This is an optimization exercise on Yosys and OpenROAD, whose aim is small area, a short achievable clock period and few clock cycles, not a production implementation. In this exercise RTL edits were held to simulation tests only and were not proved equivalent to the original. Power and IR drop assume default switching activity.

==> design/flow/design.v <==
module chk_unit (
    input  wire        clk,
    input  wire        rst,
    input  wire        job_valid,
    output wire        job_ready,
    input  wire [31:0] job_cmd,
    input  wire [23:0] job_len,
    input  wire        in_valid,
    output wire        in_ready,
    input  wire [63:0] in_data,
    output reg         res_valid,
    output reg         res_refused,
    output reg  [2:0]  res_refuse_code,
    output reg  [31:0] res_result,
    output reg  [3:0]  res_code,
    output reg  [15:0] res_acount,
    output reg         res_copy,
    output reg  [47:0] res_tail,
    output reg  [2:0]  res_tail_len,
    input  wire        reg_wr,
    input  wire        reg_rd,
    input  wire [15:0] reg_addr,
    input  wire [31:0] reg_wdata,
    output reg  [31:0] reg_rdata
);
    localparam OP_COMPUTE = 2'd0;
    localparam OP_APPEND  = 2'd1;
    localparam OP_CHECK   = 2'd2;
    localparam CODE_DONE     = 4'd2;
    localparam CODE_MISMATCH = 4'd3;
    localparam CODE_REPEAT   = 4'd4;
    localparam CODE_JUMP     = 4'd5;
    integer n;
    reg [31:0] ctx_state [0:15];
    reg [1:0]  ctx_poly  [0:15];
    reg [15:0] ctx_valid;
    reg [15:0] ach_tx  [0:15];
    reg [7:0]  ach_win [0:15];
    reg [15:0] ach_rx  [0:15];
    reg [15:0] ach_rxv;
    reg [15:0] txd, wnd, rxd;
    reg [31:0] cnt_jobs, cnt_mismatch, cnt_alive_err, cnt_refused;
    function [31:0] sat_inc;
        input [31:0] c;
        sat_inc = (c[30:0] == 31'h7FFF_FFFF) ? {1'b1, c[30:0]} : c + 32'd1;
    endfunction
    reg        rdy;
    assign job_ready = rdy;
    assign in_ready  = rdy;
    wire take = job_valid & rdy;
    reg [1:0]  j_op;        
    reg        j_opbad;     
    reg [1:0]  j_poly;
    reg        j_alive, j_resume, j_save;
    reg [3:0]  j_ctx, j_achan;
    reg [23:0] rin;         
    reg        first_pend;  
    reg        take_d;      
    reg [1:0]  nfl;         
    reg [1:0]  c_op;
    reg [1:0]  c_poly;
    reg        c_alive, c_save;
    reg [3:0]  c_ctx, c_achan;
    reg [2:0]  c_rc;
    reg [15:0] c_cnt;
    reg        c_fwd;       
    wire [2:0] j_w = (j_poly[1] == 1'b0) ? 3'd4 : (j_poly[0] ? 3'd1 : 3'd2);
    wire fwd = c_fwd && (c_ctx == j_ctx);
    wire       busy = (nfl != 2'd0);
    wire [3:0] reg_slot = {~reg_addr[6], reg_addr[5:3]};
    wire [3:0] reg_chan = reg_addr[6:3];
    reg  [15:0] j_ctx_oh, j_ach_oh, c_ach_oh;
    wire [15:0] sel_ctx = busy ? j_ctx_oh : (16'd1 << reg_slot);
    wire [15:0] sel_tx  = busy ? j_ach_oh : (16'd1 << reg_chan);
    wire [15:0] sel_rx  = busy ? c_ach_oh : (16'd1 << reg_chan);
    reg [31:0] rd_ctx_vstate;
    reg [1:0]  rd_ctx_vpoly;
    reg        rd_ctx_valid;
    reg [15:0] rd_tx, rd_rx;
    reg [7:0]  rd_win0;
    reg        rd_rxv;
    always @(*) begin
        rd_ctx_vstate = 32'd0; rd_ctx_vpoly = 2'd0;
        rd_ctx_valid = 1'b0;
        rd_tx = 16'd0; rd_rx = 16'd0; rd_win0 = 8'd0; rd_rxv = 1'b0;
        for (n = 0; n < 16; n = n + 1) begin
            rd_ctx_vstate = rd_ctx_vstate | (ctx_state[n] & {32{sel_ctx[n] & ctx_valid[n]}});
            rd_ctx_vpoly  = rd_ctx_vpoly  | (ctx_poly[n]  & {2{sel_ctx[n] & ctx_valid[n]}});
            rd_ctx_valid  = rd_ctx_valid  | (ctx_valid[n] & sel_ctx[n]);
            rd_tx   = rd_tx   | (ach_tx[n]  & {16{sel_tx[n] & txd[n]}});
            rd_rx   = rd_rx   | (ach_rx[n]  & {16{sel_rx[n] & rxd[n]}});
            rd_rxv  = rd_rxv  | (ach_rxv[n] & sel_rx[n] & rxd[n]);
            rd_win0 = rd_win0 | ((wnd[n] ? ach_win[n] : 8'd8) & {8{sel_rx[n]}});
        end
    end
    wire [1:0]  j_ctx_poly   = ctx_poly[j_ctx];
    wire        j_ctx_valid  = ctx_valid[j_ctx];
    wire [7:0]  rd_win  = (rd_win0 == 8'd0) ? 8'd1 : rd_win0;
    wire       slot_ok = fwd ? (c_poly == j_poly)
                             : (j_ctx_valid && j_ctx_poly == j_poly);
    wire [4:0] minlen  = {2'd0, j_w} + (j_alive ? 5'd3 : 5'd1);
    wire       too_short = (rin[23:5] == 19'd0) && (rin[4:0] < minlen);
    wire [2:0] rc = j_opbad                       ? 3'd1 :
                    (j_save && j_op != OP_COMPUTE) ? 3'd2 :
                    (j_resume && !slot_ok)         ? 3'd3 :
                    (j_op == OP_CHECK && too_short) ? 3'd4 : 3'd0;
    wire       app_alive = (j_op == OP_APPEND) && j_alive;
    wire [2:0] lm = rin[2:0];                  
    wire [2:0] l_lo = (j_op == OP_CHECK) ? (lm - j_w) :
                      app_alive          ? (lm + 3'd2) : lm;
    wire [2:0] k_job = 3'd0 - l_lo;
    wire [3:0] m_last = (lm == 3'd0) ? 4'd8 : {1'b0, lm};
    wire dm1 = (j_op == OP_CHECK) && (m_last <= {1'b0, j_w});
    wire dp1 = app_alive && (m_last >= 4'd7);
    wire lastin = (rin[23:4] == 20'd0) && (!rin[3] || rin[2:0] == 3'd0);   
    wire second = !lastin && (rin[23:5] == 19'd0) && (!rin[4] || rin[3:0] == 4'd0);  
    reg [63:0] d_r;         
    reg [63:8] prev;        
    wire [7:0] prev_b [1:7];
    genvar gi;
    generate for (gi = 1; gi < 8; gi = gi + 1) begin : g_prev
        assign prev_b[gi] = prev[8*gi +: 8];
    end endgenerate
    reg [2:0]  e_m [0:7];   
    reg        p_v, p_first, p_lastin, p_crc, p_lastcrc, p_ovr, p_rx;
    reg [7:0]  p_pad;       
    reg [3:0]  e_psel;      
    reg [15:0] e_cnt;       
    reg        e_fcrc, e_frx;
    reg [31:0] e_ss;        
    reg [2:0]  e_rc;        
    reg [31:0] s;           
    reg [15:0] cap_cnt;     
    reg        cap_ok;      
    reg  [63:0]  wa;
    reg  [63:0]  sp;
    always @(*) begin
        for (n = 0; n < 8; n = n + 1) begin
            if (e_m[n] <= n)
                wa[8*n +: 8] = d_r[8*e_m[n] +: 8];
            else
                wa[8*n +: 8] = p_pad[n] ? 8'd0 : prev_b[e_m[n]];
            sp[8*n +: 8] = (e_m[n] <= n && e_m[n] <= 3'd3) ? e_ss[8*e_m[n][1:0] +: 8] : 8'd0;
        end
        if (p_ovr)
            wa[63:48] = e_cnt;
    end
    reg  [31:0]  sr;
    always @(*) begin
        sr = 32'd0;
        for (n = 0; n < 3; n = n + 1)
            if (e_m[n] > n && e_m[n] <= 3'd3)
                sr[8*n +: 8] = e_ss[8*e_m[n][1:0] +: 8];
    end
    wire [63:0]  sx   = sp ^ {32'd0, s & {32{~p_first}}};
    wire [63:0]  w    = wa ^ sx;
    wire [3:0]   psel = e_psel;
    wire [31:0]  t;
    assign t[0] =
        ((w[24] ^ w[25] ^ w[45] ^ w[49] ^ w[50] ^ w[61]) & (psel[3])) ^
        ((w[12] ^ w[15] ^ w[26] ^ w[44]) & (psel[2])) ^
        ((w[7] ^ w[51] ^ w[63]) & (psel[2] | psel[3])) ^
        ((w[6]) & (psel[1])) ^
        ((w[3] ^ w[9] ^ w[20] ^ w[32]) & (psel[1] | psel[3])) ^
        ((w[1] ^ w[4] ^ w[40] ^ w[54]) & (psel[1] | psel[2])) ^
        ((w[14] ^ w[30] ^ w[35]) & (psel[1] | psel[2] | psel[3])) ^
        ((w[41] ^ w[57] ^ w[60]) & (psel[0])) ^
        ((w[13] ^ w[18] ^ w[22] ^ w[28] ^ w[29] ^ w[56]) & (psel[0] | psel[3])) ^
        ((w[0] ^ w[37] ^ w[43]) & (psel[0] | psel[2])) ^
        ((w[2] ^ w[5] ^ w[21] ^ w[46] ^ w[47] ^ w[59]) & (psel[0] | psel[2] | psel[3])) ^
        ((w[34] ^ w[58]) & (psel[0] | psel[1])) ^
        ((w[27] ^ w[38]) & (psel[0] | psel[1] | psel[3])) ^
        ((w[16] ^ w[17] ^ w[19] ^ w[36]) & (psel[0] | psel[1] | psel[2])) ^
        (w[10] ^ w[11] ^ w[33] ^ w[39] ^ w[48] ^ w[52] ^ w[55]);
    assign t[1] =
        ((w[9] ^ w[26] ^ w[62] ^ w[63]) & (psel[3])) ^
        ((w[24] ^ w[32] ^ w[52]) & (psel[2])) ^
        ((w[13] ^ w[27] ^ w[45]) & (psel[2] | psel[3])) ^
        ((w[10] ^ w[21] ^ w[33]) & (psel[1])) ^
        ((w[4] ^ w[7]) & (psel[1] | psel[3])) ^
        ((w[41]) & (psel[1] | psel[2])) ^
        ((w[2] ^ w[5] ^ w[15] ^ w[31] ^ w[36] ^ w[55]) & (psel[1] | psel[2] | psel[3])) ^
        ((w[14] ^ w[29] ^ w[30] ^ w[42] ^ w[58]) & (psel[0])) ^
        ((w[19] ^ w[23] ^ w[57] ^ w[61]) & (psel[0] | psel[3])) ^
        ((w[1] ^ w[3] ^ w[22] ^ w[44] ^ w[47] ^ w[48]) & (psel[0] | psel[2])) ^
        ((w[6] ^ w[38] ^ w[60]) & (psel[0] | psel[2] | psel[3])) ^
        ((w[28] ^ w[39]) & (psel[0] | psel[1])) ^
        ((w[35] ^ w[56] ^ w[59]) & (psel[0] | psel[1] | psel[3])) ^
        ((w[0] ^ w[11] ^ w[17] ^ w[37] ^ w[49]) & (psel[0] | psel[1] | psel[2])) ^
        (w[12] ^ w[18] ^ w[20] ^ w[34] ^ w[40] ^ w[53]);
    assign t[2] =
        ((w[9] ^ w[47] ^ w[51] ^ w[52] ^ w[55]) & (psel[3])) ^
        ((w[14] ^ w[28] ^ w[46] ^ w[53]) & (psel[2])) ^
        ((w[25] ^ w[33]) & (psel[2] | psel[3])) ^
        ((w[5] ^ w[34]) & (psel[1])) ^
        ((w[8] ^ w[11] ^ w[22] ^ w[56]) & (psel[1] | psel[3])) ^
        ((w[3] ^ w[42]) & (psel[1] | psel[2])) ^
        ((w[6] ^ w[16] ^ w[32] ^ w[37]) & (psel[1] | psel[2] | psel[3])) ^
        ((w[15] ^ w[20] ^ w[31] ^ w[43] ^ w[48]) & (psel[0])) ^
        ((w[24] ^ w[30] ^ w[58] ^ w[59] ^ w[62]) & (psel[0] | psel[3])) ^
        ((w[4] ^ w[7] ^ w[23] ^ w[39] ^ w[61]) & (psel[0] | psel[2])) ^
        ((w[2] ^ w[45] ^ w[49]) & (psel[0] | psel[2] | psel[3])) ^
        ((w[29] ^ w[36] ^ w[57] ^ w[60]) & (psel[0] | psel[1] | psel[3])) ^
        ((w[1] ^ w[12] ^ w[13] ^ w[21] ^ w[35]) & (psel[0] | psel[1] | psel[2])) ^
        (w[0] ^ w[18] ^ w[19] ^ w[38] ^ w[40] ^ w[41] ^ w[50] ^ w[54]);
    assign t[3] =
        ((w[11] ^ w[18] ^ w[27] ^ w[28] ^ w[45] ^ w[48] ^ w[53] ^ w[56]) & (psel[3])) ^
        ((w[15] ^ w[54]) & (psel[2])) ^
        ((w[26] ^ w[29] ^ w[34] ^ w[47]) & (psel[2] | psel[3])) ^
        ((w[0] ^ w[6] ^ w[9]) & (psel[1])) ^
        ((w[12] ^ w[23] ^ w[35] ^ w[57]) & (psel[1] | psel[3])) ^
        ((w[4] ^ w[7] ^ w[33] ^ w[38] ^ w[43]) & (psel[1] | psel[2])) ^
        ((w[17]) & (psel[1] | psel[2] | psel[3])) ^
        ((w[16] ^ w[25] ^ w[32] ^ w[44] ^ w[59] ^ w[63]) & (psel[0])) ^
        ((w[21] ^ w[31] ^ w[40] ^ w[49] ^ w[60]) & (psel[0] | psel[3])) ^
        ((w[3] ^ w[8] ^ w[46] ^ w[50] ^ w[62]) & (psel[0] | psel[2])) ^
        ((w[5] ^ w[24]) & (psel[0] | psel[2] | psel[3])) ^
        ((w[30] ^ w[61]) & (psel[0] | psel[1])) ^
        ((w[37] ^ w[58]) & (psel[0] | psel[1] | psel[3])) ^
        ((w[20] ^ w[36] ^ w[39] ^ w[51] ^ w[55]) & (psel[0] | psel[1] | psel[2])) ^
        (w[1] ^ w[2] ^ w[13] ^ w[14] ^ w[19] ^ w[22] ^ w[41] ^ w[42]);
    assign t[4] =
        ((w[22] ^ w[35] ^ w[41] ^ w[49] ^ w[54]) & (psel[3])) ^
        ((w[47] ^ w[60]) & (psel[2])) ^
        ((w[12] ^ w[30]) & (psel[2] | psel[3])) ^
        ((w[0] ^ w[1] ^ w[24] ^ w[44] ^ w[52]) & (psel[1])) ^
        ((w[2] ^ w[38] ^ w[43] ^ w[59]) & (psel[1] | psel[3])) ^
        ((w[7] ^ w[21] ^ w[37] ^ w[56]) & (psel[1] | psel[2])) ^
        ((w[8]) & (psel[1] | psel[2] | psel[3])) ^
        ((w[9] ^ w[26] ^ w[45] ^ w[51]) & (psel[0])) ^
        ((w[16] ^ w[19] ^ w[25] ^ w[27] ^ w[28] ^ w[29] ^ w[50] ^ w[57] ^ w[61]) & (psel[0] | psel[3])) ^
        ((w[4] ^ w[11] ^ w[48] ^ w[55] ^ w[63]) & (psel[0] | psel[2])) ^
        ((w[6] ^ w[32] ^ w[46]) & (psel[0] | psel[2] | psel[3])) ^
        ((w[10] ^ w[31] ^ w[34] ^ w[62]) & (psel[0] | psel[1])) ^
        ((w[13] ^ w[15] ^ w[18] ^ w[58]) & (psel[0] | psel[1] | psel[3])) ^
        ((w[5] ^ w[39] ^ w[40]) & (psel[0] | psel[1] | psel[2])) ^
        (w[3] ^ w[14] ^ w[20] ^ w[23] ^ w[36] ^ w[42]);
    assign t[5] =
        ((w[10] ^ w[17] ^ w[23] ^ w[27] ^ w[42] ^ w[46] ^ w[52] ^ w[56] ^ w[58]) & (psel[3])) ^
        ((w[33] ^ w[47]) & (psel[2])) ^
        ((w[5] ^ w[31] ^ w[61]) & (psel[2] | psel[3])) ^
        ((w[1] ^ w[3] ^ w[16] ^ w[53] ^ w[59]) & (psel[1])) ^
        ((w[11] ^ w[19] ^ w[25] ^ w[44] ^ w[45]) & (psel[1] | psel[3])) ^
        ((w[9] ^ w[21] ^ w[41]) & (psel[1] | psel[2])) ^
        ((w[8] ^ w[37] ^ w[43]) & (psel[1] | psel[2] | psel[3])) ^
        ((w[20] ^ w[30] ^ w[34] ^ w[51] ^ w[55]) & (psel[0])) ^
        ((w[0] ^ w[18] ^ w[26] ^ w[36] ^ w[62]) & (psel[0] | psel[3])) ^
        ((w[7] ^ w[12] ^ w[13]) & (psel[0] | psel[2])) ^
        ((w[48] ^ w[49]) & (psel[0] | psel[2] | psel[3])) ^
        ((w[14] ^ w[39]) & (psel[0] | psel[1])) ^
        ((w[2] ^ w[35] ^ w[60] ^ w[63]) & (psel[0] | psel[1] | psel[3])) ^
        ((w[6] ^ w[40] ^ w[57]) & (psel[0] | psel[1] | psel[2])) ^
        (w[4] ^ w[15] ^ w[22] ^ w[24] ^ w[32] ^ w[38]);
    assign t[6] =
        ((w[20] ^ w[36] ^ w[37] ^ w[53]) & (psel[3])) ^
        ((w[13] ^ w[58]) & (psel[2])) ^
        ((w[0] ^ w[9] ^ w[16] ^ w[33] ^ w[39] ^ w[62]) & (psel[2] | psel[3])) ^
        ((w[30] ^ w[52]) & (psel[1])) ^
        ((w[12] ^ w[19] ^ w[26] ^ w[27] ^ w[45]) & (psel[1] | psel[3])) ^
        ((w[32] ^ w[41] ^ w[42]) & (psel[1] | psel[2])) ^
        ((w[5] ^ w[6] ^ w[44]) & (psel[1] | psel[2] | psel[3])) ^
        ((w[17] ^ w[29] ^ w[31] ^ w[40]) & (psel[0])) ^
        ((w[3] ^ w[8] ^ w[18] ^ w[28] ^ w[43] ^ w[47] ^ w[57] ^ w[59] ^ w[63]) & (psel[0] | psel[3])) ^
        ((w[10]) & (psel[0] | psel[2])) ^
        ((w[38] ^ w[49] ^ w[50]) & (psel[0] | psel[2] | psel[3])) ^
        ((w[2] ^ w[15] ^ w[35] ^ w[55] ^ w[60]) & (psel[0] | psel[1])) ^
        ((w[1] ^ w[11] ^ w[46] ^ w[48] ^ w[61]) & (psel[0] | psel[1] | psel[3])) ^
        ((w[7] ^ w[14] ^ w[22] ^ w[34]) & (psel[0] | psel[1] | psel[2])) ^
        (w[23] ^ w[25]);
    assign t[7] =
        ((w[19] ^ w[29] ^ w[48] ^ w[54] ^ w[58] ^ w[60]) & (psel[3])) ^
        ((w[11] ^ w[14]) & (psel[2])) ^
        ((w[1] ^ w[39] ^ w[63]) & (psel[2] | psel[3])) ^
        ((w[0] ^ w[16] ^ w[31] ^ w[36] ^ w[53] ^ w[56]) & (psel[1])) ^
        ((w[2] ^ w[20] ^ w[47]) & (psel[1] | psel[3])) ^
        ((w[42]) & (psel[1] | psel[2])) ^
        ((w[6] ^ w[7] ^ w[45]) & (psel[1] | psel[2] | psel[3])) ^
        ((w[5] ^ w[22] ^ w[30] ^ w[52] ^ w[55] ^ w[57]) & (psel[0])) ^
        ((w[4] ^ w[9] ^ w[21] ^ w[32] ^ w[37] ^ w[38] ^ w[44]) & (psel[0] | psel[3])) ^
        ((w[59]) & (psel[0] | psel[2])) ^
        ((w[10] ^ w[17] ^ w[34] ^ w[50] ^ w[51]) & (psel[0] | psel[2] | psel[3])) ^
        ((w[3] ^ w[61]) & (psel[0] | psel[1])) ^
        ((w[12] ^ w[13] ^ w[27] ^ w[28] ^ w[46] ^ w[49] ^ w[62]) & (psel[0] | psel[1] | psel[3])) ^
        ((w[15] ^ w[23] ^ w[33] ^ w[35] ^ w[43]) & (psel[0] | psel[1] | psel[2])) ^
        (w[8] ^ w[24] ^ w[26]);
    assign t[8] =
        ((w[2] ^ w[12] ^ w[15]) & (psel[2])) ^
        ((w[1] ^ w[3] ^ w[17] ^ w[21] ^ w[32] ^ w[37] ^ w[54] ^ w[57]) & (psel[1])) ^
        ((w[7] ^ w[8] ^ w[43] ^ w[46] ^ w[48]) & (psel[1] | psel[2])) ^
        ((w[5] ^ w[6] ^ w[10] ^ w[22] ^ w[23] ^ w[31] ^ w[33] ^ w[38] ^ w[39] ^ w[45] ^ w[53] ^ w[58]) & (psel[0])) ^
        ((w[0] ^ w[11] ^ w[18] ^ w[35] ^ w[51] ^ w[52] ^ w[56] ^ w[60]) & (psel[0] | psel[2])) ^
        ((w[4] ^ w[13] ^ w[14] ^ w[16] ^ w[28] ^ w[29] ^ w[47] ^ w[50] ^ w[62] ^ w[63]) & (psel[0] | psel[1])) ^
        ((w[9] ^ w[24] ^ w[25] ^ w[27] ^ w[34] ^ w[36] ^ w[44]) & (psel[0] | psel[1] | psel[2]));
    assign t[9] =
        ((w[0] ^ w[9] ^ w[10] ^ w[57]) & (psel[2])) ^
        ((w[5] ^ w[8] ^ w[11] ^ w[20] ^ w[29] ^ w[34] ^ w[39]) & (psel[1])) ^
        ((w[3] ^ w[19] ^ w[28] ^ w[36] ^ w[37] ^ w[44] ^ w[49] ^ w[52]) & (psel[1] | psel[2])) ^
        ((w[7] ^ w[14] ^ w[21] ^ w[23] ^ w[24] ^ w[30] ^ w[33] ^ w[38] ^ w[41] ^ w[43] ^ w[55] ^ w[56] ^ w[58] ^ w[60]) & (psel[0])) ^
        ((w[12] ^ w[13] ^ w[35] ^ w[53] ^ w[61]) & (psel[0] | psel[2])) ^
        ((w[2] ^ w[6] ^ w[15] ^ w[16] ^ w[18] ^ w[22] ^ w[27] ^ w[32] ^ w[40] ^ w[51] ^ w[54] ^ w[63]) & (psel[0] | psel[1])) ^
        ((w[1] ^ w[25] ^ w[26] ^ w[45] ^ w[47]) & (psel[0] | psel[1] | psel[2]));
    assign t[10] =
        ((w[4] ^ w[13] ^ w[20] ^ w[27]) & (psel[2])) ^
        ((w[12] ^ w[28] ^ w[34] ^ w[39] ^ w[41]) & (psel[1])) ^
        ((w[1] ^ w[2] ^ w[32] ^ w[36] ^ w[45] ^ w[46] ^ w[50] ^ w[53]) & (psel[1] | psel[2])) ^
        ((w[0] ^ w[3] ^ w[5] ^ w[8] ^ w[15] ^ w[18] ^ w[24] ^ w[25] ^ w[31] ^ w[42] ^ w[43] ^ w[44] ^ w[47] ^ w[60] ^ w[61]) & (psel[0])) ^
        ((w[38] ^ w[62]) & (psel[0] | psel[2])) ^
        ((w[7] ^ w[21] ^ w[23]) & (psel[0] | psel[1])) ^
        ((w[10] ^ w[11] ^ w[14] ^ w[26] ^ w[29] ^ w[37] ^ w[54] ^ w[58]) & (psel[0] | psel[1] | psel[2]));
    assign t[11] =
        ((w[5] ^ w[14] ^ w[21] ^ w[28]) & (psel[2])) ^
        ((w[13] ^ w[29] ^ w[35] ^ w[40] ^ w[42]) & (psel[1])) ^
        ((w[2] ^ w[3] ^ w[33] ^ w[37] ^ w[46] ^ w[47] ^ w[51] ^ w[54]) & (psel[1] | psel[2])) ^
        ((w[0] ^ w[1] ^ w[4] ^ w[6] ^ w[9] ^ w[16] ^ w[19] ^ w[25] ^ w[26] ^ w[32] ^ w[43] ^ w[44] ^ w[45] ^ w[48] ^ w[61] ^ w[62]) & (psel[0])) ^
        ((w[39] ^ w[63]) & (psel[0] | psel[2])) ^
        ((w[8] ^ w[22] ^ w[24]) & (psel[0] | psel[1])) ^
        ((w[11] ^ w[12] ^ w[15] ^ w[27] ^ w[30] ^ w[38] ^ w[55] ^ w[59]) & (psel[0] | psel[1] | psel[2]));
    assign t[12] =
        ((w[6] ^ w[15] ^ w[24] ^ w[32]) & (psel[2])) ^
        ((w[14] ^ w[16] ^ w[30] ^ w[56]) & (psel[1])) ^
        ((w[3] ^ w[4] ^ w[13] ^ w[28] ^ w[39] ^ w[60]) & (psel[1] | psel[2])) ^
        ((w[1] ^ w[7] ^ w[11] ^ w[18] ^ w[19] ^ w[20] ^ w[21] ^ w[26] ^ w[37] ^ w[44] ^ w[45] ^ w[49] ^ w[57] ^ w[58] ^ w[59] ^ w[62] ^ w[63]) & (psel[0])) ^
        ((w[0] ^ w[22] ^ w[29] ^ w[40]) & (psel[0] | psel[2])) ^
        ((w[9] ^ w[23] ^ w[25] ^ w[36] ^ w[41] ^ w[43]) & (psel[0] | psel[1])) ^
        ((w[12] ^ w[31] ^ w[34] ^ w[38] ^ w[47] ^ w[48] ^ w[52] ^ w[55]) & (psel[0] | psel[1] | psel[2]));
    assign t[13] =
        ((w[2] ^ w[9] ^ w[27] ^ w[41] ^ w[46] ^ w[51] ^ w[60]) & (psel[2])) ^
        ((w[10] ^ w[31] ^ w[37]) & (psel[1])) ^
        ((w[4] ^ w[13] ^ w[14] ^ w[15] ^ w[39] ^ w[40] ^ w[48] ^ w[56] ^ w[61]) & (psel[1] | psel[2])) ^
        ((w[0] ^ w[20] ^ w[28] ^ w[45] ^ w[47] ^ w[50] ^ w[55] ^ w[63]) & (psel[0])) ^
        ((w[1] ^ w[8] ^ w[11] ^ w[12] ^ w[16] ^ w[18] ^ w[23] ^ w[30] ^ w[33] ^ w[34] ^ w[36] ^ w[43] ^ w[52]) & (psel[0] | psel[2])) ^
        ((w[17] ^ w[24] ^ w[26] ^ w[35] ^ w[42] ^ w[57]) & (psel[0] | psel[1])) ^
        ((w[5] ^ w[29] ^ w[32] ^ w[44] ^ w[49] ^ w[53]) & (psel[0] | psel[1] | psel[2]));
    assign t[14] =
        ((w[2] ^ w[3] ^ w[8] ^ w[13] ^ w[17] ^ w[19] ^ w[34] ^ w[37] ^ w[42] ^ w[61]) & (psel[2])) ^
        ((w[18] ^ w[27] ^ w[32] ^ w[36] ^ w[40] ^ w[43] ^ w[58]) & (psel[1])) ^
        ((w[14] ^ w[15] ^ w[33] ^ w[49] ^ w[62]) & (psel[1] | psel[2])) ^
        ((w[1] ^ w[22] ^ w[39] ^ w[51] ^ w[55] ^ w[59] ^ w[60]) & (psel[0])) ^
        ((w[0] ^ w[9] ^ w[10] ^ w[12] ^ w[24] ^ w[28] ^ w[31] ^ w[35] ^ w[44] ^ w[47] ^ w[52] ^ w[53]) & (psel[0] | psel[2])) ^
        ((w[11] ^ w[16] ^ w[25] ^ w[38]) & (psel[0] | psel[1])) ^
        ((w[5] ^ w[6] ^ w[30] ^ w[41] ^ w[45] ^ w[50] ^ w[54] ^ w[57]) & (psel[0] | psel[1] | psel[2]));
    assign t[15] =
        ((w[0] ^ w[3] ^ w[4] ^ w[9] ^ w[14] ^ w[18] ^ w[20] ^ w[35] ^ w[38] ^ w[43] ^ w[62]) & (psel[2])) ^
        ((w[19] ^ w[28] ^ w[33] ^ w[37] ^ w[41] ^ w[44] ^ w[59]) & (psel[1])) ^
        ((w[15] ^ w[16] ^ w[34] ^ w[50] ^ w[63]) & (psel[1] | psel[2])) ^
        ((w[2] ^ w[23] ^ w[40] ^ w[48] ^ w[52] ^ w[56] ^ w[60] ^ w[61]) & (psel[0])) ^
        ((w[1] ^ w[10] ^ w[11] ^ w[13] ^ w[25] ^ w[29] ^ w[32] ^ w[36] ^ w[45] ^ w[53] ^ w[54]) & (psel[0] | psel[2])) ^
        ((w[12] ^ w[17] ^ w[26] ^ w[39]) & (psel[0] | psel[1])) ^
        ((w[6] ^ w[7] ^ w[31] ^ w[42] ^ w[46] ^ w[51] ^ w[55] ^ w[58]) & (psel[0] | psel[1] | psel[2]));
    assign t[16] =
        ((w[1] ^ w[4] ^ w[6] ^ w[9] ^ w[10] ^ w[19] ^ w[29] ^ w[36] ^ w[39] ^ w[42] ^ w[45] ^ w[48] ^ w[51] ^ w[58] ^ w[60]) & (psel[1])) ^
        ((w[2] ^ w[12] ^ w[24] ^ w[26] ^ w[27] ^ w[32] ^ w[37] ^ w[40] ^ w[41] ^ w[46] ^ w[49] ^ w[52] ^ w[53] ^ w[57] ^ w[61] ^ w[62]) & (psel[0])) ^
        ((w[3] ^ w[7] ^ w[8] ^ w[11] ^ w[13] ^ w[14] ^ w[18] ^ w[30] ^ w[33] ^ w[43] ^ w[47] ^ w[54] ^ w[55] ^ w[56] ^ w[59]) & (psel[0] | psel[1]));
    assign t[17] =
        ((w[0] ^ w[2] ^ w[5] ^ w[7] ^ w[10] ^ w[11] ^ w[20] ^ w[30] ^ w[37] ^ w[40] ^ w[43] ^ w[46] ^ w[49] ^ w[52] ^ w[59] ^ w[61]) & (psel[1])) ^
        ((w[3] ^ w[13] ^ w[25] ^ w[27] ^ w[28] ^ w[33] ^ w[38] ^ w[41] ^ w[42] ^ w[47] ^ w[50] ^ w[53] ^ w[54] ^ w[58] ^ w[62] ^ w[63]) & (psel[0])) ^
        ((w[4] ^ w[8] ^ w[9] ^ w[12] ^ w[14] ^ w[15] ^ w[19] ^ w[31] ^ w[34] ^ w[44] ^ w[48] ^ w[55] ^ w[56] ^ w[57] ^ w[60]) & (psel[0] | psel[1]));
    assign t[18] =
        ((w[1] ^ w[3] ^ w[5] ^ w[6] ^ w[8] ^ w[10] ^ w[12] ^ w[13] ^ w[16] ^ w[31] ^ w[44] ^ w[50] ^ w[53] ^ w[56] ^ w[57] ^ w[58] ^ w[62]) & (psel[1])) ^
        ((w[0] ^ w[2] ^ w[4] ^ w[14] ^ w[17] ^ w[18] ^ w[19] ^ w[22] ^ w[26] ^ w[27] ^ w[33] ^ w[36] ^ w[37] ^ w[42] ^ w[46] ^ w[51] ^ w[52] ^ w[54] ^ w[63]) & (psel[0])) ^
        ((w[9] ^ w[11] ^ w[15] ^ w[20] ^ w[21] ^ w[32] ^ w[35] ^ w[38] ^ w[41] ^ w[45] ^ w[47] ^ w[49] ^ w[60] ^ w[61]) & (psel[0] | psel[1]));
    assign t[19] =
        ((w[4] ^ w[6] ^ w[7] ^ w[9] ^ w[10] ^ w[14] ^ w[16] ^ w[21] ^ w[22] ^ w[32] ^ w[33] ^ w[36] ^ w[39] ^ w[45] ^ w[46] ^ w[48] ^ w[51] ^ w[54] ^ w[63]) & (psel[1])) ^
        ((w[1] ^ w[3] ^ w[15] ^ w[20] ^ w[23] ^ w[29] ^ w[41] ^ w[53] ^ w[56] ^ w[60]) & (psel[0])) ^
        ((w[0] ^ w[2] ^ w[11] ^ w[12] ^ w[13] ^ w[17] ^ w[42] ^ w[50] ^ w[57] ^ w[58] ^ w[59] ^ w[61] ^ w[62]) & (psel[0] | psel[1]));
    assign t[20] =
        ((w[5] ^ w[6] ^ w[7] ^ w[8] ^ w[9] ^ w[15] ^ w[19] ^ w[20] ^ w[22] ^ w[23] ^ w[27] ^ w[32] ^ w[35] ^ w[36] ^ w[37] ^ w[38] ^ w[39] ^ w[46] ^ w[47] ^ w[48] ^ w[49]) & (psel[1])) ^
        ((w[0] ^ w[1] ^ w[2] ^ w[3] ^ w[14] ^ w[21] ^ w[24] ^ w[42] ^ w[57] ^ w[58] ^ w[61]) & (psel[0])) ^
        ((w[4] ^ w[12] ^ w[13] ^ w[16] ^ w[18] ^ w[30] ^ w[43] ^ w[51] ^ w[54] ^ w[59] ^ w[60] ^ w[62] ^ w[63]) & (psel[0] | psel[1]));
    assign t[21] =
        ((w[5] ^ w[7] ^ w[8] ^ w[13] ^ w[23] ^ w[24] ^ w[30] ^ w[32] ^ w[35] ^ w[49] ^ w[50] ^ w[54] ^ w[58] ^ w[60]) & (psel[1])) ^
        ((w[10] ^ w[14] ^ w[15] ^ w[16] ^ w[18] ^ w[25] ^ w[29] ^ w[33] ^ w[36] ^ w[38] ^ w[39] ^ w[41] ^ w[46] ^ w[48] ^ w[56] ^ w[57] ^ w[62]) & (psel[0])) ^
        ((w[0] ^ w[1] ^ w[3] ^ w[4] ^ w[11] ^ w[21] ^ w[27] ^ w[28] ^ w[31] ^ w[34] ^ w[37] ^ w[44] ^ w[47] ^ w[61] ^ w[63]) & (psel[0] | psel[1]));
    assign t[22] =
        ((w[2] ^ w[3] ^ w[5] ^ w[8] ^ w[11] ^ w[16] ^ w[17] ^ w[19] ^ w[20] ^ w[22] ^ w[24] ^ w[25] ^ w[28] ^ w[29] ^ w[31] ^ w[34] ^ w[39] ^ w[50] ^ w[51] ^ w[54] ^ w[58] ^ w[61]) & (psel[1])) ^
        ((w[1] ^ w[4] ^ w[13] ^ w[15] ^ w[18] ^ w[21] ^ w[26] ^ w[32] ^ w[33] ^ w[35] ^ w[36] ^ w[41] ^ w[42] ^ w[43] ^ w[46] ^ w[49] ^ w[55] ^ w[56] ^ w[60] ^ w[63]) & (psel[0])) ^
        ((w[10] ^ w[12] ^ w[27] ^ w[30] ^ w[40] ^ w[45] ^ w[52] ^ w[59] ^ w[62]) & (psel[0] | psel[1]));
    assign t[23] =
        ((w[0] ^ w[3] ^ w[4] ^ w[6] ^ w[9] ^ w[11] ^ w[12] ^ w[13] ^ w[20] ^ w[23] ^ w[25] ^ w[26] ^ w[28] ^ w[30] ^ w[32] ^ w[35] ^ w[40] ^ w[41] ^ w[46] ^ w[51] ^ w[60] ^ w[62]) & (psel[1])) ^
        ((w[10] ^ w[14] ^ w[38] ^ w[39] ^ w[42] ^ w[44] ^ w[48] ^ w[50] ^ w[58] ^ w[61]) & (psel[0])) ^
        ((w[17] ^ w[18] ^ w[21] ^ w[29] ^ w[31] ^ w[52] ^ w[53] ^ w[55] ^ w[59] ^ w[63]) & (psel[0] | psel[1]));
    assign t[24] =
        ((w[3] ^ w[6] ^ w[7] ^ w[9] ^ w[11] ^ w[12] ^ w[18] ^ w[20] ^ w[22] ^ w[24] ^ w[26] ^ w[31] ^ w[35] ^ w[39] ^ w[42] ^ w[56] ^ w[60] ^ w[61] ^ w[63]) & (psel[1])) ^
        ((w[0] ^ w[2] ^ w[10] ^ w[15] ^ w[27] ^ w[28] ^ w[30] ^ w[32] ^ w[33] ^ w[36] ^ w[37] ^ w[45] ^ w[46] ^ w[49] ^ w[51] ^ w[52] ^ w[54] ^ w[57] ^ w[62]) & (psel[0])) ^
        ((w[5] ^ w[13] ^ w[16] ^ w[17] ^ w[21] ^ w[29] ^ w[34] ^ w[38] ^ w[40] ^ w[41] ^ w[47] ^ w[48] ^ w[53] ^ w[55] ^ w[58]) & (psel[0] | psel[1]));
    assign t[25] =
        ((w[7] ^ w[8] ^ w[9] ^ w[12] ^ w[13] ^ w[20] ^ w[21] ^ w[23] ^ w[25] ^ w[43] ^ w[57] ^ w[61] ^ w[62]) & (psel[1])) ^
        ((w[6] ^ w[14] ^ w[17] ^ w[28] ^ w[29] ^ w[30] ^ w[31] ^ w[35] ^ w[37] ^ w[39] ^ w[46] ^ w[47] ^ w[48] ^ w[50] ^ w[53] ^ w[54] ^ w[63]) & (psel[0])) ^
        ((w[1] ^ w[3] ^ w[11] ^ w[16] ^ w[18] ^ w[22] ^ w[33] ^ w[34] ^ w[38] ^ w[41] ^ w[42] ^ w[49] ^ w[52] ^ w[55] ^ w[56] ^ w[58] ^ w[59]) & (psel[0] | psel[1]));
    assign t[26] =
        ((w[0] ^ w[2] ^ w[8] ^ w[9] ^ w[14] ^ w[17] ^ w[19] ^ w[24] ^ w[26] ^ w[34] ^ w[39] ^ w[43] ^ w[44] ^ w[56] ^ w[57] ^ w[59] ^ w[60] ^ w[62] ^ w[63]) & (psel[1])) ^
        ((w[5] ^ w[7] ^ w[11] ^ w[15] ^ w[16] ^ w[27] ^ w[28] ^ w[30] ^ w[31] ^ w[32] ^ w[33] ^ w[37] ^ w[40] ^ w[41] ^ w[46] ^ w[49] ^ w[51] ^ w[52] ^ w[54]) & (psel[0])) ^
        ((w[4] ^ w[10] ^ w[12] ^ w[13] ^ w[21] ^ w[22] ^ w[23] ^ w[35] ^ w[42] ^ w[50] ^ w[53] ^ w[58]) & (psel[0] | psel[1]));
    assign t[27] =
        ((w[4] ^ w[15] ^ w[18] ^ w[19] ^ w[25] ^ w[30] ^ w[39] ^ w[44] ^ w[45] ^ w[48] ^ w[57] ^ w[60] ^ w[61] ^ w[63]) & (psel[1])) ^
        ((w[8] ^ w[11] ^ w[12] ^ w[14] ^ w[28] ^ w[29] ^ w[31] ^ w[36] ^ w[41] ^ w[42] ^ w[47] ^ w[50] ^ w[53] ^ w[54]) & (psel[0])) ^
        ((w[0] ^ w[5] ^ w[6] ^ w[13] ^ w[16] ^ w[17] ^ w[22] ^ w[23] ^ w[24] ^ w[32] ^ w[33] ^ w[34] ^ w[38] ^ w[43] ^ w[51] ^ w[52] ^ w[55] ^ w[59]) & (psel[0] | psel[1]));
    assign t[28] =
        ((w[3] ^ w[4] ^ w[5] ^ w[10] ^ w[11] ^ w[26] ^ w[27] ^ w[31] ^ w[36] ^ w[38] ^ w[45] ^ w[46] ^ w[49] ^ w[61] ^ w[62]) & (psel[1])) ^
        ((w[1] ^ w[6] ^ w[12] ^ w[13] ^ w[14] ^ w[15] ^ w[17] ^ w[29] ^ w[33] ^ w[34] ^ w[35] ^ w[37] ^ w[39] ^ w[42] ^ w[43] ^ w[51] ^ w[52]) & (psel[0])) ^
        ((w[7] ^ w[9] ^ w[18] ^ w[23] ^ w[24] ^ w[25] ^ w[30] ^ w[32] ^ w[44] ^ w[48] ^ w[53] ^ w[54] ^ w[55] ^ w[56] ^ w[60]) & (psel[0] | psel[1]));
    assign t[29] =
        ((w[4] ^ w[5] ^ w[6] ^ w[11] ^ w[12] ^ w[27] ^ w[28] ^ w[32] ^ w[37] ^ w[39] ^ w[46] ^ w[47] ^ w[50] ^ w[62] ^ w[63]) & (psel[1])) ^
        ((w[2] ^ w[7] ^ w[13] ^ w[14] ^ w[15] ^ w[16] ^ w[18] ^ w[30] ^ w[34] ^ w[35] ^ w[36] ^ w[38] ^ w[40] ^ w[43] ^ w[44] ^ w[52] ^ w[53]) & (psel[0])) ^
        ((w[8] ^ w[10] ^ w[19] ^ w[24] ^ w[25] ^ w[26] ^ w[31] ^ w[33] ^ w[45] ^ w[49] ^ w[54] ^ w[55] ^ w[56] ^ w[57] ^ w[61]) & (psel[0] | psel[1]));
    assign t[30] =
        ((w[1] ^ w[4] ^ w[5] ^ w[7] ^ w[10] ^ w[12] ^ w[13] ^ w[28] ^ w[29] ^ w[30] ^ w[47] ^ w[51] ^ w[52] ^ w[63]) & (psel[1])) ^
        ((w[8] ^ w[9] ^ w[11] ^ w[15] ^ w[20] ^ w[27] ^ w[31] ^ w[32] ^ w[34] ^ w[37] ^ w[41] ^ w[44] ^ w[45] ^ w[53] ^ w[55] ^ w[58]) & (psel[0])) ^
        ((w[0] ^ w[3] ^ w[14] ^ w[16] ^ w[17] ^ w[19] ^ w[25] ^ w[26] ^ w[35] ^ w[36] ^ w[39] ^ w[46] ^ w[50] ^ w[54] ^ w[56] ^ w[57] ^ w[62]) & (psel[0] | psel[1]));
    assign t[31] =
        ((w[0] ^ w[2] ^ w[3] ^ w[5] ^ w[8] ^ w[13] ^ w[19] ^ w[29] ^ w[31] ^ w[34] ^ w[39] ^ w[53]) & (psel[1])) ^
        ((w[1] ^ w[4] ^ w[12] ^ w[17] ^ w[20] ^ w[21] ^ w[27] ^ w[28] ^ w[36] ^ w[40] ^ w[42] ^ w[45] ^ w[46] ^ w[55] ^ w[56] ^ w[58] ^ w[59]) & (psel[0])) ^
        ((w[9] ^ w[10] ^ w[15] ^ w[16] ^ w[18] ^ w[26] ^ w[32] ^ w[33] ^ w[35] ^ w[37] ^ w[38] ^ w[47] ^ w[51] ^ w[54] ^ w[57] ^ w[63]) & (psel[0] | psel[1]));
    wire [31:0]  s_next = t ^ sr;
    wire rx_match = e_psel[3] ? (wa[7:0] == ~s[7:0]) :
                    e_psel[2] ? ({wa[7:0], wa[15:8]} == s[15:0]) :
                                (wa[31:0] == ~s);
    wire [31:0] slot_int = (j_poly == 2'd2) ? {16'd0, rd_ctx_vstate[7:0], rd_ctx_vstate[15:8]}
                                            : rd_ctx_vstate;
    wire [31:0] init_int = (j_poly == 2'd3) ? 32'h0000_00FF :
                           (j_poly == 2'd2) ? 32'h0000_FFFF : 32'hFFFF_FFFF;
    wire [31:0] ss_job   = !j_resume ? init_int : (fwd ? s : slot_int);
    reg e0, e1;    
    reg [15:0] cr_rx;    
    reg        cr_rxv;
    reg [7:0]  cr_win;
    reg        inc_pend;   
    wire [31:0] s_ext   = (c_poly == 2'd2) ? {16'd0, s[7:0], s[15:8]} : s;
    wire [31:0] fin_crc = (c_poly == 2'd3) ? {24'd0, s_ext[7:0] ^ 8'hFF} :
                          (c_poly == 2'd2) ? s_ext : ~s_ext;
    wire [2:0]  c_w     = (c_poly[1] == 1'b0) ? 3'd4 : (c_poly[0] ? 3'd1 : 3'd2);
    wire        crc_ok  = cap_ok;
    wire [15:0] rx_dist = cap_cnt - cr_rx;
    wire        c_ref   = (c_rc != 3'd0);
    reg [3:0]  f_code;
    reg        f_copy, f_rxupd;
    reg [47:0] f_tail;
    reg [2:0]  f_tail_len;
    reg [15:0] f_acount;
    always @(*) begin
        f_code     = CODE_DONE;
        f_copy     = 1'b0;
        f_rxupd    = 1'b0;
        f_tail     = 48'd0;
        f_tail_len = 3'd0;
        f_acount   = 16'd0;
        case (c_op)
            OP_APPEND: begin
                f_copy = 1'b1;
                if (c_alive) begin
                    f_acount   = c_cnt;
                    f_tail     = {fin_crc, c_cnt};
                    f_tail_len = c_w + 3'd2;
                end else begin
                    f_tail     = {16'd0, fin_crc};
                    f_tail_len = c_w;
                end
            end
            OP_CHECK: begin
                if (c_alive)
                    f_acount = cap_cnt;
                if (!crc_ok) begin
                    f_code = CODE_MISMATCH;
                end else if (!c_alive || !cr_rxv) begin
                    f_copy  = 1'b1;
                    f_rxupd = c_alive;
                end else if (rx_dist == 16'd0) begin
                    f_code = CODE_REPEAT;
                end else if (rx_dist <= {8'd0, cr_win}) begin
                    f_copy  = 1'b1;
                    f_rxupd = 1'b1;
                end else begin
                    f_code  = CODE_JUMP;
                    f_copy  = 1'b1;
                    f_rxupd = 1'b1;
                end
            end
            default: ;
        endcase
    end
    wire reg_ach = (reg_addr[15:7] == 9'b1000_0000_0);
    wire        rx_upd = e1 && !c_ref && f_rxupd;
    wire        ctx_we = e1 && !c_ref && c_save;
    wire        win_we = reg_wr && reg_ach && !reg_addr[2];
    wire        tx_we  = win_we || inc_pend;
    wire [3:0]  tx_wa  = inc_pend ? j_achan : reg_chan;
    wire [15:0] tx_wd  = inc_pend ? e_cnt + 16'd1 : reg_wdata[15:0];
    wire        rx_we  = (reg_wr && reg_ach && reg_addr[2]) || rx_upd;
    wire [3:0]  rx_wa  = rx_upd ? c_achan : reg_chan;
    wire [15:0] rx_wd  = rx_upd ? cap_cnt : reg_wdata[15:0];
    wire        rxv_wd = rx_upd ? 1'b1 : reg_wdata[16];
    always @(posedge clk) begin
        d_r <= in_data;
        if (p_v)
            prev <= d_r[63:8];
        if (take) begin
            j_op     <= job_cmd[1:0];
            j_opbad  <= job_cmd[2] || job_cmd[1:0] == 2'd3 ||
                        job_cmd[31:21] != 11'd0 || job_cmd[19:16] != 4'd0;
            j_poly   <= job_cmd[4:3];
            j_alive  <= job_cmd[5];
            j_resume <= job_cmd[6];
            j_save   <= job_cmd[7];
            j_ctx    <= job_cmd[11:8];
            j_achan  <= job_cmd[15:12];
            j_ctx_oh <= 16'd1 << job_cmd[11:8];
            j_ach_oh <= 16'd1 << job_cmd[15:12];
            rin      <= job_len;
        end else if (in_valid) begin
            rin[23:3] <= rin[23:3] - 21'd1;
        end
        if (take_d) begin
            for (n = 0; n < 8; n = n + 1)
                e_m[n] <= n - k_job;
            e_psel <= 4'b0001 << j_poly;
            e_cnt  <= rd_tx;
            e_fcrc <= dp1;
            e_frx  <= (j_op == OP_CHECK) && !dm1;
            e_ss   <= ss_job;
            e_rc   <= rc;
        end
        if (p_v && p_first && !take_d)
            e_ss <= 32'd0;
        if (in_valid) begin
            p_first   <= first_pend;
            for (n = 0; n < 8; n = n + 1)
                p_pad[n] <= first_pend && (n < k_job);
            p_lastin  <= lastin;
            p_crc     <= !(dm1 && lastin);
            p_lastcrc <= dm1 ? second : (!dp1 && lastin);
            p_ovr     <= app_alive && !dp1 && lastin;
            p_rx      <= dm1 && lastin;
        end else begin
            p_first   <= 1'b0;
            p_pad     <= 8'd0;
            p_lastin  <= 1'b0;
            p_crc     <= e_fcrc;
            p_lastcrc <= e_fcrc;
            p_ovr     <= e_fcrc;
            p_rx      <= e_frx;
        end
        if (p_v && p_crc)
            s <= s_next;
        if (p_v && p_lastcrc)
            cap_cnt <= wa[63:48];
        if (p_v && p_rx)
            cap_ok <= rx_match;
        if (p_v && p_lastin) begin
            c_op    <= j_op;
            c_poly  <= j_poly;
            c_alive <= j_alive;
            c_save  <= j_save;
            c_ctx   <= j_ctx;
            c_achan <= j_achan;
            c_ach_oh <= j_ach_oh;
            c_rc    <= e_rc;
            c_cnt   <= e_cnt;
        end
        if (e0) begin
            cr_rx  <= rd_rx;
            cr_rxv <= rd_rxv;
            cr_win <= rd_win;
        end
        res_refused     <= c_ref;
        res_refuse_code <= c_rc;
        res_result      <= c_ref ? 32'd0 : (c_save ? s_ext : fin_crc);
        res_code        <= c_ref ? 4'd0 : f_code;
        res_acount      <= c_ref ? 16'd0 : f_acount;
        res_copy        <= !c_ref && f_copy;
        res_tail        <= c_ref ? 48'd0 : f_tail;
        res_tail_len    <= c_ref ? 3'd0 : f_tail_len;
        for (n = 0; n < 16; n = n + 1) begin
            if (ctx_we && c_ctx == n) begin
                ctx_state[n] <= s_ext;
                ctx_poly[n]  <= c_poly;
            end
            if (tx_we && tx_wa == n)
                ach_tx[n] <= tx_wd;
            if (win_we && reg_chan == n)
                ach_win[n] <= reg_wdata[23:16];
            if (rx_we && rx_wa == n) begin
                ach_rx[n]  <= rx_wd;
                ach_rxv[n] <= rxv_wd;
            end
        end
        if (rst) begin
            rdy        <= 1'b0;
            take_d     <= 1'b0;
            inc_pend   <= 1'b0;
            first_pend <= 1'b0;
            nfl        <= 2'd0;
            p_v        <= 1'b0;
            e0         <= 1'b0;
            e1         <= 1'b0;
            res_valid  <= 1'b0;
            c_fwd      <= 1'b0;
            ctx_valid  <= 16'd0;
            txd        <= 16'd0;
            wnd        <= 16'd0;
            rxd        <= 16'd0;
            cnt_jobs      <= 32'd0;
            cnt_mismatch  <= 32'd0;
            cnt_alive_err <= 32'd0;
            cnt_refused   <= 32'd0;
        end else begin
            rdy    <= 1'b1;
            take_d <= take;
            if (take)
                first_pend <= 1'b1;
            else if (in_valid)
                first_pend <= 1'b0;
            nfl <= nfl + {1'b0, take} - {1'b0, e1};
            p_v <= in_valid || (p_v && p_lastin && (e_fcrc || e_frx));
            e0  <= p_v && p_lastin;
            e1  <= e0;
            res_valid <= e1;
            if (p_v && p_lastin)
                c_fwd <= j_save && (e_rc == 3'd0);
            if (e1) begin
                if (c_ref) begin
                    cnt_refused <= sat_inc(cnt_refused);
                end else begin
                    cnt_jobs <= sat_inc(cnt_jobs);
                    if (f_code == CODE_MISMATCH)
                        cnt_mismatch <= sat_inc(cnt_mismatch);
                    if (f_code == CODE_REPEAT || f_code == CODE_JUMP)
                        cnt_alive_err <= sat_inc(cnt_alive_err);
                end
            end
            inc_pend <= take_d && app_alive && (rc == 3'd0);
            for (n = 0; n < 16; n = n + 1) begin
                if (ctx_we && c_ctx == n)
                    ctx_valid[n] <= 1'b1;
                if (tx_we && tx_wa == n)
                    txd[n] <= 1'b1;
                if (win_we && reg_chan == n)
                    wnd[n] <= 1'b1;
                if (rx_we && rx_wa == n)
                    rxd[n] <= 1'b1;
            end
        end
    end
    wire reg_ctx = (reg_addr[15:6] == 10'h041) ||
                   (reg_addr[15:6] == 10'h042);    
    reg [31:0] rd_val;
    always @(*) begin
        rd_val = 32'd0;
        if (reg_ach) begin
            if (!reg_addr[2])
                rd_val = {8'd0, rd_win, rd_tx};
            else
                rd_val = {15'd0, rd_rxv, rd_rx};
        end else if (reg_ctx) begin
            if (!reg_addr[2])
                rd_val = rd_ctx_vstate;
            else
                rd_val = {23'd0, rd_ctx_valid, 6'd0, rd_ctx_vpoly};
        end else begin
            case (reg_addr[15:2])
                14'h0400: rd_val[8] = busy;
                14'h0402: rd_val = cnt_jobs;
                14'h0403: rd_val = cnt_mismatch;
                14'h0404: rd_val = cnt_alive_err;
                14'h0405: rd_val = cnt_refused;
                default:  rd_val = 32'd0;
            endcase
        end
    end
    always @(posedge clk)
        reg_rdata <= rd_val;
endmodule
==> design/flow/flow/run.sh <==
#!/bin/bash
# The standard synthesis, unchanged, then the standard flow's own layout steps with
# repair_timing asked for more setup slack than the 20 ns clock needs, so
# that the layout is optimised towards a shorter period.  Each step's full
# output goes to a log file of its own in this folder.
set -euo pipefail
MARGIN=$(cat flow/margin.txt)
bash standard.sh synth > synth.log 2>&1
bash standard.sh SETUP_SLACK_MARGIN="$MARGIN" finish > layout.log 2>&1
==> design/flow/flow/margin.txt <==
14.4
==> design/flow/standard.sh <==
#!/bin/bash
# synth_recipe.tcl (not shown) runs the flow's synth.tcl, then flattens the netlist and writes it again
# the make line also repeats each setting of config.mk as NAME=value (left out here)
make -C /OpenROAD-flow-scripts/flow DESIGN_CONFIG=/design/flow/config.mk WORK_HOME=/design/flow/orfs CLKGATE_MAP_FILE= SYNTH_SCRIPT=/design/flow/synth_recipe.tcl "${@:-finish}"
==> design/flow/config.mk <==
export PLATFORM = sky130hd
export DESIGN_NAME = chk_unit
export DESIGN_NICKNAME = chk_unit
export VERILOG_FILES = /design/flow/design.v
export SDC_FILE = /design/flow/constraint.sdc
export NUM_CORES = 4
export LEC_CHECK = 0
export CAP_MARGIN = 20
export CORE_MARGIN = 2
export CORE_UTILIZATION = 35
export SLEW_MARGIN = 20
==> design/flow/constraint.sdc <==
create_clock -name core_clock -period 20.0 [get_ports {clk}]
set_input_delay 4.0000 -clock core_clock [delete_from_list [all_inputs] [get_ports {clk}]]
set_output_delay 4.0000 -clock core_clock [all_outputs]
set_load 0.01 [all_outputs]
==> notes.md <==
[state kept, by name (all words and copies together) (netlist names), 48 cells and up]
register   flops
ctx_state    512
ach_rx       256
ach_tx       256
ach_win      128
d_r           64
prev          56
res_tail      48
[cell usage in the layout, fill, tap and decap left out, types with 97 or more instances in the layout]
master,instances
edfxtp_1,1490
xnor2_1,841
nor2_1,579
dfxtp_1,444
xor2_1,415
buf_4,408
nand2_1,392
a22oi_1,346
a21oi_1,242
clkbuf_16,229
a22o_1,167
nand3_1,152
o21ai_0,150
inv_1,148
clkdlybuf4s50_1,146
dlygate4sd2_1,141
nand4_1,133
mux2i_1,129
a221oi_1,110
nor2b_1,103
buf_12,97
[area by class of cell]
class | instances | area share
clock buffer | 278 | 0.0502
inverter | 157 | 0.00511
clock inverter | 108 | 0.00819
sequential | 1941 | 0.459
antenna | 26 | 0.000556
tap | 3570 | 0.0381
multi-input combinational | 5248 | 0.357
timing repair buffer | 912 | 0.0813
[worst max-delay path: stages]
cell and delay [ps]:
buf_16 120, nor2b_4 150, nand2_1 140, nor3_4 90, a21oi_2 210, nor2b_1 90, buf_6 190, a22o_1 200
a221oi_1 260, nand4_1 170, buf_6 170, o211ai_1 480, o2111ai_2 380
[per-layer routing]
metal,GRT usage,vias up,share of wire
met4,0.173,24,0.078
li1,-,30300,-
met5,0,-,0.00035
met1,0.344,35700,0.37
met2,0.415,4572,0.44
met3,0.0625,1056,0.11
[cell usage after synthesis, drive strengths merged, types with 23 or more instances]
library cell,instances
a22oi,372
a31oi,40
and4,23
o211ai,25
and3,71
a221oi,181
and2,55
buf,143
mux2i,146
ha,48
or3,25
nand4,133
a21oi,289
nor3,71
clkbuf,335
o21a,29
inv,154
nand2,419
xor2,442
a211oi,29
nor2b,130
a22o,168
nand2b,78
edfxtp,1490
or4,29
nor4,31
mux2,52
xnor2,889
dfxtp,451
mux4,91
nor2,676
o31ai,36
nand3,165
o22ai,41
o21ai,214
[cell families after synthesis]
kind of cell             after synthesis
AO/OA/AOI/OAI                       1560
XOR/XNOR                            1362
adder cells (fa/ha/maj)               50
buffers and inverters                635
flip-flops                          1941
multiplexers                         289
other                                  1
AND/OR/NAND/NOR                     1970
[through the flow]
stage	hold slack, ps	total power [uW]	instance area [um2]
2_1_floorplan	349	12100	96500
3_3_place_gp	414	14600	104000
3_5_place_dp	416	14700	104000
4_1_cts	415	18700	115000
5_1_grt	433	19600	117000
6_report	417	18900	117000
[path summary, 6_finish.rpt]
check,startpoint,slack (ps),to
worst max-delay path,reg_addr[6],13950,reg_rdata[4]
worst max register to register,e_m[6][1],14380,s[12]
worst min-delay path,d_r[60],420,prev[60]
worst min register to register,d_r[60],420,prev[60]
[power by group]
group          internal [uW]  switching, uW  total (uW)
registers               4720            187        4900
logic                   4320           5810       10100
clock network           2240           1660        3910
total                  11300           7660       18900
[what timing repair did]
item | 4_1_cts | 5_1_grt
gates resized for setup | 604 | 150
pin swaps | 126 | 126
endpoints found under the setup margin | 969 | 950
cloned | 17 | 23
setup buffers | 221 | 130
==> impl_metrics.prom <==
# TYPE chip_impl_metric gauge
chip_impl_info{name="run_status",value="finished clean"} 1
chip_impl_info{name="worst_setup_path_start_kind",value="input pin"} 1
chip_impl_metric{name="worst_ep_arrival",unit="ps"} 6680
chip_impl_metric{name="synth_mux_area_frac",unit=""} 0.0435
chip_impl_metric{name="gp_routability_congestion",unit=""} 0.995
chip_impl_metric{name="holdBufCountCts",unit=""} 0
chip_impl_metric{name="critical_path.max_fanout",unit=""} 16
chip_impl_metric{name="timing_max_transition_violations_final",unit=""} 0
chip_impl_metric{name="first_pass_iters",unit=""} 9
chip_impl_metric{name="setup_ws",unit="ps"} 13950
chip_impl_metric{name="timing.final.crit_period",unit="ps"} 6050
chip_impl_metric{name="io_buffer_count",unit=""} 303
chip_impl_metric{name="post-route-util",unit=""} 0.433
chip_impl_metric{name="vias_post_dr",unit=""} 71600
chip_impl_info{name="synth_top_family_by_area",value="XOR/XNOR gates"} 1
chip_impl_info{name="ys_dominant_reg_cell",value="edfxtp_1"} 1
chip_impl_metric{name="routed_wire_length_per_instance",unit="um"} 32.0
chip_impl_info{name="hold_path_class",value="flip-flop to flip-flop"} 1
chip_impl_metric{name="grt_start_max_net_pins",unit=""} 105
chip_impl_metric{name="synth.yosys.seq_area_share",unit=""} 0.566
chip_impl_metric{name="globalRouteTotalUtil",unit=""} 0.271
chip_impl_info{name="rsz0062_at_grt",value="yes"} 1
chip_impl_metric{name="grt_pass1_wl",unit="mm"} 531
chip_impl_metric{name="post_synth_fa_ha_maj_area_fraction",unit=""} 0.00675
chip_impl_metric{name="layout_worst_path_cycle_share",unit=""} 0.302
chip_impl_metric{name="design.final.nets",unit=""} 8697
chip_impl_metric{name="core",unit="um2"} 270000
chip_impl_metric{name="final_hold_viol_count",unit=""} 0
chip_impl_metric{name="synth-compound-area-share",unit=""} 0.117
chip_impl_metric{name="final_setup_violation_count",unit=""} 0
chip_impl_metric{name="maximum_root_to_sink_buffer_count",unit=""} 4
chip_impl_metric{name="synth_fp_nets",unit=""} 8032
chip_impl_metric{name="wirelength",unit="mm"} 392
chip_impl_metric{name="io_pins",unit=""} 317
chip_impl_metric{name="post_synth_instance_area",unit="um2"} 94900
chip_impl_metric{name="layout.filler_cells",unit=""} 24500
chip_impl_metric{name="preCtsSetupSlack",unit="ps"} 11130
chip_impl_info{name="crit_type",value="input pin to flip-flop"} 1
chip_impl_info{name="synth.area.top_cells",value="edfxtp_1 47%, dfxtp_1 9.5%, xnor2_1 7.9%, xor2_1 3.8%, a22oi_1 2.9%"} 1
chip_impl_metric{name="cap_viol_max_count",unit=""} 0
chip_impl_metric{name="vdd_ir_drop_max",unit="uV"} 212
chip_impl_metric{name="synth-async-reset-ratio",unit=""} 0
chip_impl_metric{name="iteration_0_drc_markers",unit=""} 10300
chip_impl_metric{name="synth-simple-area-share",unit=""} 0.100
chip_impl_metric{name="worst_margin_pin_slew",unit="ps"} 1270
chip_impl_info{name="tritoncts",value="built"} 1
chip_impl_metric{name="stdcell_count",unit=""} 12200
chip_impl_metric{name="drive_gt1_frac",unit=""} 0.191
chip_impl_metric{name="postSynthAreaPerCell",unit="um2"} 12.2
chip_impl_metric{name="cts_max_level",unit=""} 4
chip_impl_metric{name="tritoncts.num_buffers",unit=""} 213
chip_impl_metric{name="fin_worst_skew",unit="ps"} 70.2
chip_impl_metric{name="rr_worst_depth",unit=""} 15
chip_impl_metric{name="detailed_place_hpwl",unit="mm"} 254
chip_impl_metric{name="yosys.area_share.xor_xnor",unit=""} 0.137
chip_impl_metric{name="clk_latency",unit="ps"} 900
chip_impl_metric{name="die_width",unit="um"} 525
chip_impl_metric{name="setup-tns-final",unit="ps"} 0
chip_impl_metric{name="path_clk_slew",unit="ps"} 60
chip_impl_metric{name="sequential_cell_area",unit="um2"} 53800
chip_impl_metric{name="synthDominantCellAreaShare",unit=""} 0.471
chip_impl_metric{name="antenna_violating_nets_left",unit=""} 0
chip_impl_metric{name="yosys_register_bits",unit=""} 1941
chip_impl_metric{name="initial_antenna_violation_count",unit=""} 48
chip_impl_metric{name="yosysWarnings",unit=""} 15
chip_impl_metric{name="total_congestion_overflow",unit=""} 0
chip_impl_metric{name="floorplan.rows",unit=""} 191
chip_impl_metric{name="synth_enable_flop_cells",unit=""} 1490
chip_impl_metric{name="post_synth_inst_count",unit=""} 7808
chip_impl_metric{name="power.density",unit="nW/um2"} 162
chip_impl_metric{name="dpl.cell_count",unit=""} 11400
chip_impl_metric{name="slew-limit-headroom",unit=""} 0.146
chip_impl_metric{name="starting_density_of_the_core",unit=""} 0.351
chip_impl_info{name="crit_path_end_kind",value="flip-flop"} 1
chip_impl_metric{name="multi_input_comb_area",unit="um2"} 41800
chip_impl_info{name="root_buf_cell",value="clkbuf_16"} 1
chip_impl_metric{name="required",unit="ps"} 20630
chip_impl_info{name="synth_area_leader_cell",value="edfxtp_1"} 1
chip_impl_metric{name="whs_path_depth",unit=""} 0
chip_impl_metric{name="grt_pass1_vias",unit=""} 67700
chip_impl_metric{name="remaining_drc_errors",unit=""} 0
chip_impl_metric{name="chipHeight",unit="um"} 525
chip_impl_metric{name="dieArea",unit="um2"} 275000
chip_impl_metric{name="max_freq",unit="MHz"} 165
chip_impl_metric{name="cellLeakagePower",unit="uW"} 0.0404
chip_impl_metric{name="areaGrowthSynthToFinish",unit="%"} 23.4
chip_impl_metric{name="post_synth_num_cell_types",unit=""} 112
chip_impl_metric{name="vias_per_cell",unit=""} 5.85
chip_impl_metric{name="number_of_clock_sinks",unit=""} 1941
Testbench counts, summed over its fixed seeds: cycles 55,509.

separate check: timing with driven ports:
The flow's constraints put no driver on any port. The routed layout listed below was extracted and timed again, unchanged, in two steps. Step 1 (the two cells are an assumption about what drives the block):
set clk [get_ports {clk}]
set_driving_cell -lib_cell sky130_fd_sc_hd__clkbuf_16 $clk
set_driving_cell -lib_cell sky130_fd_sc_hd__buf_2 [delete_from_list [all_inputs] $clk]
Step 2, shift: input delay + t, output delay - t, t = (earliest + latest rising clock arrival at the registers) / 2. This alone moves slack from input paths to output paths. a / b / c = ideal / step 1 / step 2; a / b = the first two.
shift t [ns]: 0.961
slack for setup (ns): 13.950 / 13.857 / 12.897
slew at the worst register clock pin (ns): 0.07 / 0.07
After both steps setup and hold are still met in this run. For this run, drivers alone change the setup slack by -0.093 ns; drivers and shift together by -1.053 ns.
